Context: an optimization exercise on an open-source flow, tuned for small area, a short achievable clock period and few clock cycles per item. The choices shown serve that exercise and are no tape-out recipe.
RTL that was checked went through simulation tests only; none was proved equivalent to the original.
Power is estimated from default activity; no workload was simulated.

==> flow/design.v <==
module fpcvt (
    input  wire        clk,
    input  wire        rst,
    input  wire        in_valid,
    output wire        in_ready,
    input  wire [31:0] x,
    input  wire [3:0]  fmt,
    input  wire        ovf_ieee,
    input  wire        tern,
    output reg         out_valid,
    output reg  [31:0] y,
    output reg         flag_ovf,
    output reg         flag_nan
);
    assign in_ready = 1'b1;
    reg        v1;
    reg [31:0] x1;
    reg [3:0]  fmt1;
    reg        opt1;
    always @(posedge clk) begin
        if (rst) v1 <= 1'b0;
        else     v1 <= in_valid;
        x1   <= x;
        fmt1 <= fmt;
        opt1 <= fmt[3] ? tern : ovf_ieee;
    end
    wire        s    = x1[31];
    wire [7:0]  ex   = x1[30:23];
    wire [22:0] mx   = x1[22:0];
    wire        exz  = ~|ex;
    wire        exo  = &ex;
    wire        mxz  = ~|mx;
    wire f_fp32 = fmt1 == 4'h0;
    wire f_bf16 = fmt1 == 4'h1;
    wire f_fp16 = fmt1 == 4'h2;
    wire f_e4m3 = fmt1 == 4'h3;
    wire f_e5m2 = fmt1 == 4'h4;
    wire f_e3m2 = fmt1 == 4'h5;
    wire f_e2m3 = fmt1 == 4'h6;
    wire f_e2m1 = fmt1 == 4'h7;
    wire f_i32  = fmt1 == 4'h8;
    wire f_i16  = fmt1 == 4'h9;
    wire f_i8   = fmt1 == 4'hA;
    wire f_u8   = fmt1 == 4'hB;
    wire f_i4   = fmt1 == 4'hC;
    wire f_i2   = fmt1 == 4'hD;
    wire f_bin  = fmt1 == 4'hE;
    wire isint1 = fmt1[3];
    wire [5:0] c1 = f_fp16 ? 6'd6 : f_e4m3 ? 6'd21 : f_e5m2 ? 6'd14 : f_e3m2 ? 6'd26 :
                    f_e2m3 ? 6'd27 : f_e2m1 ? 6'd29 : 6'd30;
    wire [5:0] c2 = f_fp32 ? 6'd8   : f_bf16 ? 6'd24  : f_fp16 ? 6'd21  : (f_e4m3 | f_e2m3) ? 6'd28 :
                    (f_e5m2 | f_e3m2) ? 6'd29 : 6'd30;
    wire       fnorm = f_fp32 | f_bf16 |
                       ((f_fp16 | f_e5m2) & (ex >= 8'd113)) | (f_e4m3 & (ex >= 8'd121)) |
                       (f_e3m2 & (ex >= 8'd125)) | ((f_e2m3 | f_e2m1) & (ex >= 8'd127));
    wire       tsat  = (f_fp16 & (ex <= 8'd70)) | (f_e4m3 & (ex <= 8'd85)) | (f_e5m2 & (ex <= 8'd78)) |
                       (f_e3m2 & (ex <= 8'd90)) | (f_e2m3 & (ex <= 8'd91)) | (f_e2m1 & (ex <= 8'd93)) |
                       (isint1 & (ex <= 8'd94));
    wire [5:0] diff  = c1 - ex[5:0];
    wire [5:0] t     = fnorm ? c2 : (diff | {6{tsat}});
    wire [7:0] ehi =
          ({8{f_fp32 | f_bf16}} & ex)
        | ({8{fnorm & (f_fp16 | f_e5m2)}} & {3'd0, ~ex[4], ex[3:0]})
        | ({8{fnorm & f_e4m3}} & {4'd0, ~ex[3], ex[2:0]})
        | ({8{fnorm & f_e3m2}} & {5'd0, ~ex[2], ex[1:0]})
        | ({8{fnorm & (f_e2m3 | f_e2m1)}} & {6'd0, ~ex[1], ex[0]})
        | {7'd0, ~fnorm};
    wire [38:0] w     = {ehi, mx, 8'd0};
    wire [39:0] shv   = {w, 1'b0} >> t;
    reg  [22:0] smask;
    integer k;
    always @(*)
        for (k = 0; k < 23; k = k + 1)
            smask[k] = (t > k + 9);
    wire neg1 = isint1 & s;
    wire ipos_a = (f_i32 & (ex >= 8'd158)) | (f_i16 & (ex >= 8'd142)) | (f_i8 & (ex >= 8'd134)) |
                  (f_u8 & (ex >= 8'd135)) | (f_i4 & (ex >= 8'd130)) | (f_i2 & (ex >= 8'd128));
    wire ineg_a = (f_i32 & (ex >= 8'd159)) | (f_i16 & (ex >= 8'd143)) | (f_i8 & (ex >= 8'd135)) |
                  (f_u8 & (ex >= 8'd127)) | (f_i4 & (ex >= 8'd131)) |
                  (f_i2 & (opt1 ? (ex >= 8'd128) : (ex >= 8'd129)));
    wire ineg_c = (f_i32 & (ex == 8'd158)) | (f_i16 & (ex == 8'd142)) | (f_i8 & (ex == 8'd134)) |
                  f_u8 | (f_i4 & (ex == 8'd130)) |
                  (f_i2 & (opt1 ? (ex == 8'd127) : (ex == 8'd128)));
    wire fbig   = ((f_fp16 | f_e5m2) & (ex > 8'd142)) | (f_e4m3 & (ex > 8'd135)) |
                  (f_e3m2 & (ex > 8'd131)) | ((f_e2m3 | f_e2m1) & (ex > 8'd129));
    wire f_oa   = (fbig & ~exo) | (f_e4m3 & (ex == 8'd135) & (&mx[22:20]));
    wire f_oc   = (f_bf16 & (ex == 8'd254) & (&mx[22:16])) |
                  (f_fp16 & (ex == 8'd142) & (&mx[22:13])) |
                  (f_e5m2 & (ex == 8'd142) & (&mx[22:21])) |
                  (f_e4m3 & (ex == 8'd135) & (mx[22:20] == 3'b110)) |
                  (f_e3m2 & (ex == 8'd131) & (&mx[22:21])) |
                  (f_e2m3 & (ex == 8'd129) & (&mx[22:20])) |
                  (f_e2m1 & (ex == 8'd129) & mx[22]);
    wire bpos   = ~s & ~(exo & ~mxz) & ~(exz & mxz);
    wire oa1    = f_bin ? bpos : isint1 ? (s ? ineg_a : ipos_a) : f_oa;
    wire oc1    = isint1 ? (s ? ineg_c : 1'b1) : f_oc;
    reg        v2;
    reg [31:0] ain;
    reg        guard, stk;
    reg        s2, nan2, inf2, oa2, oc2, opt2;
    reg [3:0]  fmt2;
    always @(posedge clk) begin
        if (rst) v2 <= 1'b0;
        else     v2 <= v1;
        ain   <= shv[32:1] ^ {32{neg1}};
        guard <= shv[0];
        stk   <= |(mx & smask);
        s2    <= s;
        nan2  <= exo & ~mxz;
        inf2  <= exo & mxz;
        oa2   <= oa1;
        oc2   <= oc1;
        opt2  <= opt1;
        fmt2  <= fmt1;
    end
    wire g_fp32 = fmt2 == 4'h0;
    wire g_bf16 = fmt2 == 4'h1;
    wire g_fp16 = fmt2 == 4'h2;
    wire g_e4m3 = fmt2 == 4'h3;
    wire g_e5m2 = fmt2 == 4'h4;
    wire g_e3m2 = fmt2 == 4'h5;
    wire g_e2m3 = fmt2 == 4'h6;
    wire g_e2m1 = fmt2 == 4'h7;
    wire g_i32  = fmt2 == 4'h8;
    wire g_i16  = fmt2 == 4'h9;
    wire g_i8   = fmt2 == 4'hA;
    wire g_u8   = fmt2 == 4'hB;
    wire g_i4   = fmt2 == 4'hC;
    wire g_i2   = fmt2 == 4'hD;
    wire g_bin  = fmt2 == 4'hE;
    wire isint  = fmt2[3];
    wire neg    = isint & s2;
    wire        up    = guard & (stk | (ain[0] ^ neg));
    wire        cin   = up ^ neg;
    wire [7:0]  grp;
    wire [32:0] pre;
    genvar gi;
    generate for (gi = 0; gi < 8; gi = gi + 1) begin : g_grp
        assign grp[gi] = &ain[4*gi+3:4*gi];
    end endgenerate
    wire [8:0]  gpre;
    assign gpre[0] = 1'b1;
    generate for (gi = 1; gi < 9; gi = gi + 1) begin : g_gpre
        assign gpre[gi] = gpre[gi-1] & grp[gi-1];
    end endgenerate
    generate for (gi = 0; gi < 8; gi = gi + 1) begin : g_pre
        assign pre[4*gi]   = gpre[gi];
        assign pre[4*gi+1] = gpre[gi] & ain[4*gi];
        assign pre[4*gi+2] = gpre[gi] & (&ain[4*gi+1:4*gi]);
        assign pre[4*gi+3] = gpre[gi] & (&ain[4*gi+2:4*gi]);
    end endgenerate
    assign pre[32] = gpre[8];
    wire [31:0] r     = ain ^ ({32{cin}} & pre[31:0]);
    wire lb = (g_i32 & pre[31]) | (g_i16 & pre[15]) | (g_i8 & pre[7]) |
              (g_u8 & (s2 | pre[8])) | (g_i4 & pre[3]) |
              (g_i2 & ((s2 & opt2) | ain[0])) | ~isint;
    wire ovf  = oa2 | (neg ? (oc2 & (~lb | up)) : (oc2 & up & lb));
    wire [31:0] wmask = g_fp32 | g_i32 ? 32'hFFFFFFFF :
                        (g_bf16 | g_fp16 | g_i16) ? 32'h0000FFFF :
                        (g_e4m3 | g_e5m2 | g_i8 | g_u8) ? 32'h000000FF :
                        (g_e3m2 | g_e2m3) ? 32'h0000003F :
                        (g_e2m1 | g_i4) ? 32'h0000000F :
                        g_i2 ? 32'h00000003 : 32'h00000001;
    wire [31:0] wtop  = wmask ^ {1'b0, wmask[31:1]};    
    wire fhasinf = g_fp32 | g_bf16 | g_fp16 | g_e5m2;
    wire fhasnan = fhasinf | g_e4m3;
    wire selr = ~nan2 & ~inf2 & ~ovf & ~g_bin;
    wire [31:0] fnan = g_fp32 ? 32'h7FC00000 : g_bf16 ? 32'h7FC0 : g_fp16 ? 32'h7E00 :
                       g_e5m2 ? 32'h7E : g_e4m3 ? 32'h7F : 32'd0;
    wire [31:0] finf = g_fp32 ? 32'h7F800000 : (g_bf16 ? 32'h7F80 : 32'd0) | (g_fp16 ? 32'h7C00 : 32'd0) |
                       (g_e5m2 ? 32'h7C : 32'd0);
    wire [31:0] fmax = g_fp32 ? 32'h7F7FFFFF : g_bf16 ? 32'h7F7F : g_fp16 ? 32'h7BFF :
                       g_e5m2 ? 32'h7B : g_e4m3 ? 32'h7E : (g_e3m2 | g_e2m3) ? 32'h1F : 32'h7;
    wire useinf = fhasinf & (inf2 | opt2);
    wire [31:0] fcon = nan2 ? fnan : ((useinf ? finf : fmax) | (wtop & {32{s2}}));
    wire [31:0] icon = nan2 ? 32'd0 :
                       s2 ? (g_u8 ? 32'd0 : (g_i2 & opt2) ? 32'h3 : wtop) :
                            (g_u8 ? 32'hFF : {1'b0, wmask[31:1]});
    wire [31:0] ccon = g_bin ? {31'd0, oa2} : isint ? icon : fcon;
    wire [31:0] res   = selr ? ((r & wmask) | (wtop & {32{s2 & ~isint}})) : ccon;
    wire        r_nan = nan2 & ~(fhasnan & ~isint);
    wire        r_ovf = ~nan2 & ~g_bin & ((inf2 & ~isint) ? ~fhasinf : ovf);
    always @(posedge clk) begin
        if (rst) out_valid <= 1'b0;
        else     out_valid <= v2;
        y        <= res;
        flag_ovf <= r_ovf;
        flag_nan <= r_nan;
    end
endmodule
clock: 17.0 ns
lec_check: 0
cap_margin: 20
core_margin: 2
core_utilization: 40
cts_buf_list: sky130_fd_sc_hd__clkbuf_8
slew_margin: 20
standard.sh (not shown) runs the stock make flow with config.mk's settings and CLKGATE_MAP_FILE= SYNTH_SCRIPT=/design/flow/synth_recipe.tcl, a recipe that flattens the netlist after the stock synthesis.
==> flow/flow/run.sh <==
#!/bin/bash
set -euo pipefail
export BUFFER_PORTS_ARGS="-buffer_cell sky130_fd_sc_hd__buf_2"
export SETUP_SLACK_MARGIN=12.6
export CTS_ARGS="-sink_clustering_enable -repair_clock_nets -buf_list sky130_fd_sc_hd__clkbuf_8 -dont_use_dummy_load"
bash standard.sh > standard.log 2>&1
Edit:
--- a/flow/design.v
+++ b/flow/design.v
@@ -97,6 +97,6 @@
     reg        v2;
     reg [31:0] ain;
-    reg        guard, stk;
-    reg        s2, nan2, inf2, oa2, oc2, opt2;
+    reg        up;
+    reg        s2, nan2, oa2, oc2, opt2;
     reg [3:0]  fmt2;
     always @(posedge clk) begin
@@ -104,11 +104,9 @@
         else     v2 <= v1;
         ain   <= shv[32:1] ^ {32{neg1}};
-        guard <= shv[0];
-        stk   <= |(mx & smask);
+        up    <= shv[0] & ((|(mx & smask)) | shv[1]);
         s2    <= s;
         nan2  <= exo & ~mxz;
-        inf2  <= exo & mxz;
-        oa2   <= oa1;
-        oc2   <= oc1;
+        oa2   <= oa1 | (~isint1 & exo & mxz);
+        oc2   <= oc1 | (~isint1 & exo & mxz);
         opt2  <= opt1;
         fmt2  <= fmt1;
@@ -131,27 +129,9 @@
     wire isint  = fmt2[3];
     wire neg    = isint & s2;
-    wire        up    = guard & (stk | (ain[0] ^ neg));
+    wire inf2   = ~isint & oa2 & oc2;
     wire        cin   = up ^ neg;
-    wire [7:0]  grp;
-    wire [32:0] pre;
-    genvar gi;
-    generate for (gi = 0; gi < 8; gi = gi + 1) begin : g_grp
-        assign grp[gi] = &ain[4*gi+3:4*gi];
-    end endgenerate
-    wire [8:0]  gpre;
-    assign gpre[0] = 1'b1;
-    generate for (gi = 1; gi < 9; gi = gi + 1) begin : g_gpre
-        assign gpre[gi] = gpre[gi-1] & grp[gi-1];
-    end endgenerate
-    generate for (gi = 0; gi < 8; gi = gi + 1) begin : g_pre
-        assign pre[4*gi]   = gpre[gi];
-        assign pre[4*gi+1] = gpre[gi] & ain[4*gi];
-        assign pre[4*gi+2] = gpre[gi] & (&ain[4*gi+1:4*gi]);
-        assign pre[4*gi+3] = gpre[gi] & (&ain[4*gi+2:4*gi]);
-    end endgenerate
-    assign pre[32] = gpre[8];
-    wire [31:0] r     = ain ^ ({32{cin}} & pre[31:0]);
-    wire lb = (g_i32 & pre[31]) | (g_i16 & pre[15]) | (g_i8 & pre[7]) |
-              (g_u8 & (s2 | pre[8])) | (g_i4 & pre[3]) |
+    wire [31:0] r     = ain + {31'd0, cin};
+    wire lb = (g_i32 & (&ain[30:0])) | (g_i16 & (&ain[14:0])) | (g_i8 & (&ain[6:0])) |
+              (g_u8 & (s2 | (&ain[7:0]))) | (g_i4 & (&ain[2:0])) |
               (g_i2 & ((s2 & opt2) | ain[0])) | ~isint;
     wire ovf  = oa2 | (neg ? (oc2 & (~lb | up)) : (oc2 & up & lb));
Core utilization climbs by 0.35 points. Cell area drops by 2.5%. Global-route usage drops by 1.5 points. Sequential power drops by about 1%. Clock-buffer cell count is unchanged. Area after synthesis drops by 2.6%. Total power drops by 2.7%. Maximum frequency stays flat. Via count drops by 5.8%. Register-to-register slack hardly moves. Clock skew climbs by 19 ps. Worst hold slack is better by 47 ps.
Testbench counts after the change, summed over its fixed seeds: cycles 24,024, items 24,000.
For the first run of this note, only the layout was checked, not whether the RTL still works.

* * *

Setup of wip/harbor:
fpcvt, a different RTL version from the one above (not shown whole).
Size in the first run: about 1000 cells after synthesis, ~77 I/O pins.
Design fpcvt, start of the top module:
module fpcvt (
    input  wire        clk,
    input  wire        rst,
    input  wire        in_valid,
    output wire        in_ready,
    input  wire [31:0] x,
    input  wire [3:0]  fmt,
    input  wire        ovf_ieee,
    input  wire        tern,
    output reg         out_valid,
    output reg  [31:0] y,
    output reg         flag_ovf,
    output reg         flag_nan
);
Settings: LEC_CHECK=0, CAP_MARGIN=20, CORE_MARGIN=2, CORE_UTILIZATION=40, CTS_BUF_LIST=sky130_fd_sc_hd__clkbuf_8, SLEW_MARGIN=20; clock period 17.0 ns.
Scripts as last shown in full above: flow/flow/run.sh
wip/harbor finished every stage and its layout cleared the timing, design-rule and antenna checks.
Modified inputs, wip/raven compared to wip/harbor
-- flow/design.v --
<<< wip/harbor, line 80
                  (f_i2 & (opt1 ? (ex >= 8'd128) : (ex >= 8'd129)));
    wire ineg_c = (f_i32 & (ex == 8'd158)) | (f_i16 & (ex == 8'd142)) | (f_i8 & (ex == 8'd134)) |
                  (f_u8 & (ex < 8'd127)) | (f_i4 & (ex == 8'd130)) |
                  (f_i2 & (opt1 ? (ex == 8'd127) : (ex == 8'd128)));
    wire fbig   = ((f_fp16 | f_e5m2) & (ex > 8'd142)) | (f_e4m3 & (ex > 8'd135)) |
>>> wip/raven, line 80
                  (f_i2 & (opt1 ? (ex >= 8'd128) : (ex >= 8'd129)));
    wire ineg_c = (f_i32 & (ex == 8'd158)) | (f_i16 & (ex == 8'd142)) | (f_i8 & (ex == 8'd134)) |
                  f_u8 | (f_i4 & (ex == 8'd130)) |
                  (f_i2 & (opt1 ? (ex == 8'd127) : (ex == 8'd128)));
    wire fbig   = ((f_fp16 | f_e5m2) & (ex > 8'd142)) | (f_e4m3 & (ex > 8'd135)) |
<<< wip/harbor, line 97
    reg        v2;
    reg [31:0] ain;
    reg        up;
    reg        s2, oa2, oc2, opt2;
    reg [3:0]  fmt2;
    always @(posedge clk) begin
>>> wip/raven, line 97
    reg        v2;
    reg [31:0] ain;
    reg        guard, stk;
    reg        s2, nan2, inf2, oa2, oc2, opt2;
    reg [3:0]  fmt2;
    always @(posedge clk) begin
<<< wip/harbor, line 104
        else     v2 <= v1;
        ain   <= shv[32:1] ^ {32{neg1}};
        up    <= shv[0] & ((|(mx & smask)) | shv[1]);
        s2    <= s | (isint1 & exo & ~mxz);
        oa2   <= oa1 | (exo & (~isint1 | ~mxz));
        oc2   <= oc1 | (exo & (~isint1 | ~mxz));
        opt2  <= (~isint1 & exo) ? ~mxz : opt1;
        fmt2  <= fmt1;
    end
>>> wip/raven, line 104
        else     v2 <= v1;
        ain   <= shv[32:1] ^ {32{neg1}};
        guard <= shv[0];
        stk   <= |(mx & smask);
        s2    <= s;
        nan2  <= exo & ~mxz;
        inf2  <= exo & mxz;
        oa2   <= oa1;
        oc2   <= oc1;
        opt2  <= opt1;
        fmt2  <= fmt1;
    end
<<< wip/harbor, line 128
    wire isint  = fmt2[3];
    wire neg    = isint & s2;
    wire spec2  = oa2 & oc2;
    wire nan2   = spec2 & (isint ? s2 : opt2);
    wire inf2   = spec2 & ~isint & ~opt2;
    wire        cin   = up ^ neg;
    wire [31:0] r     = ain + {31'd0, cin};
>>> wip/raven, line 131
    wire isint  = fmt2[3];
    wire neg    = isint & s2;
    wire        up    = guard & (stk | (ain[0] ^ neg));
    wire        cin   = up ^ neg;
    wire [31:0] r     = ain + {31'd0, cin};
<<< wip/harbor, line 158
                       s2 ? (g_u8 ? 32'd0 : (g_i2 & opt2) ? 32'h3 : wtop) :
                            (g_u8 ? 32'hFF : {1'b0, wmask[31:1]});
    wire [31:0] ccon = g_bin ? {31'd0, oa2 & ~nan2} : isint ? icon : fcon;
    wire [31:0] res   = selr ? ((r & wmask) | (wtop & {32{s2 & ~isint}})) : ccon;
    wire        r_nan = nan2 & ~(fhasnan & ~isint);
>>> wip/raven, line 159
                       s2 ? (g_u8 ? 32'd0 : (g_i2 & opt2) ? 32'h3 : wtop) :
                            (g_u8 ? 32'hFF : {1'b0, wmask[31:1]});
    wire [31:0] ccon = g_bin ? {31'd0, oa2} : isint ? icon : fcon;
    wire [31:0] res   = selr ? ((r & wmask) | (wtop & {32{s2 & ~isint}})) : ccon;
    wire        r_nan = nan2 & ~(fhasnan & ~isint);
[summary]
When wip/raven is measured against wip/harbor, its total number of sequential cells turns out 3 higher. wip/harbor -> wip/raven: async set-or-reset flop fraction in the synthesized netlist delta 0, exact match. Diff wip/raven..wip/harbor | critical path data arrival time | negligible. wip/harbor ended up with simple AND/OR/NAND/NOR gates as its combinational family with the most area after synthesis; wip/raven ended up with compound AO/OA/AOI/OAI gates. The higher share of total power in combinational logic of wip/harbor and wip/raven is in wip/harbor. Summary of wip/raven over wip/harbor: fraction of area in multi-input gates down 1.5 points; transition time at the pin with the least slew margin down 0.27 ns; post-synthesis to final-layout area growth down 0.74 points; total power down about 1.5%; final standard cell area without fillers down 2.9%. wip/raven — starting density of the core 0.50 points lower, wip/harbor as reference.
Testbench counts of wip/raven, summed over its fixed seeds: cycles 24,024, items 24,000.
No functional check of the RTL was part of wip/harbor.

==> afterwards: timing with drivers on the ports <==
No port has a modelled driver above. Below, the same layouts with a new extraction and two added sets of constraints. Step 1 sets driving cells, clkbuf_16 on the clock port and buf_2 on the other inputs (assumed; they add their load-dependent delay and slew). Step 2 adds t to the input delays and takes it off the output delays; t is the mean of the earliest and latest rising clock arrival at the registers after step 1. Input paths then give back, and output paths get back, about the clock's delay inside the block. Three values: ideal, step 1, step 2; two values: the first two.
run | t, ns | slack for setup (ns) | worst slew at a driven data input, ns
the first run of note 1 | 0.485 | 12.699 / 12.660 / 12.808 | 0.03
the second run of note 1 | 0.477 | 12.701 / 12.658 / 12.802 | 0.03
wip/harbor | 0.478 | 12.720 / 12.679 / 12.733 | 0.03
wip/raven | 0.483 | 12.707 / 12.663 / 12.816 | 0.03
After both steps setup and hold are still met in every run listed.
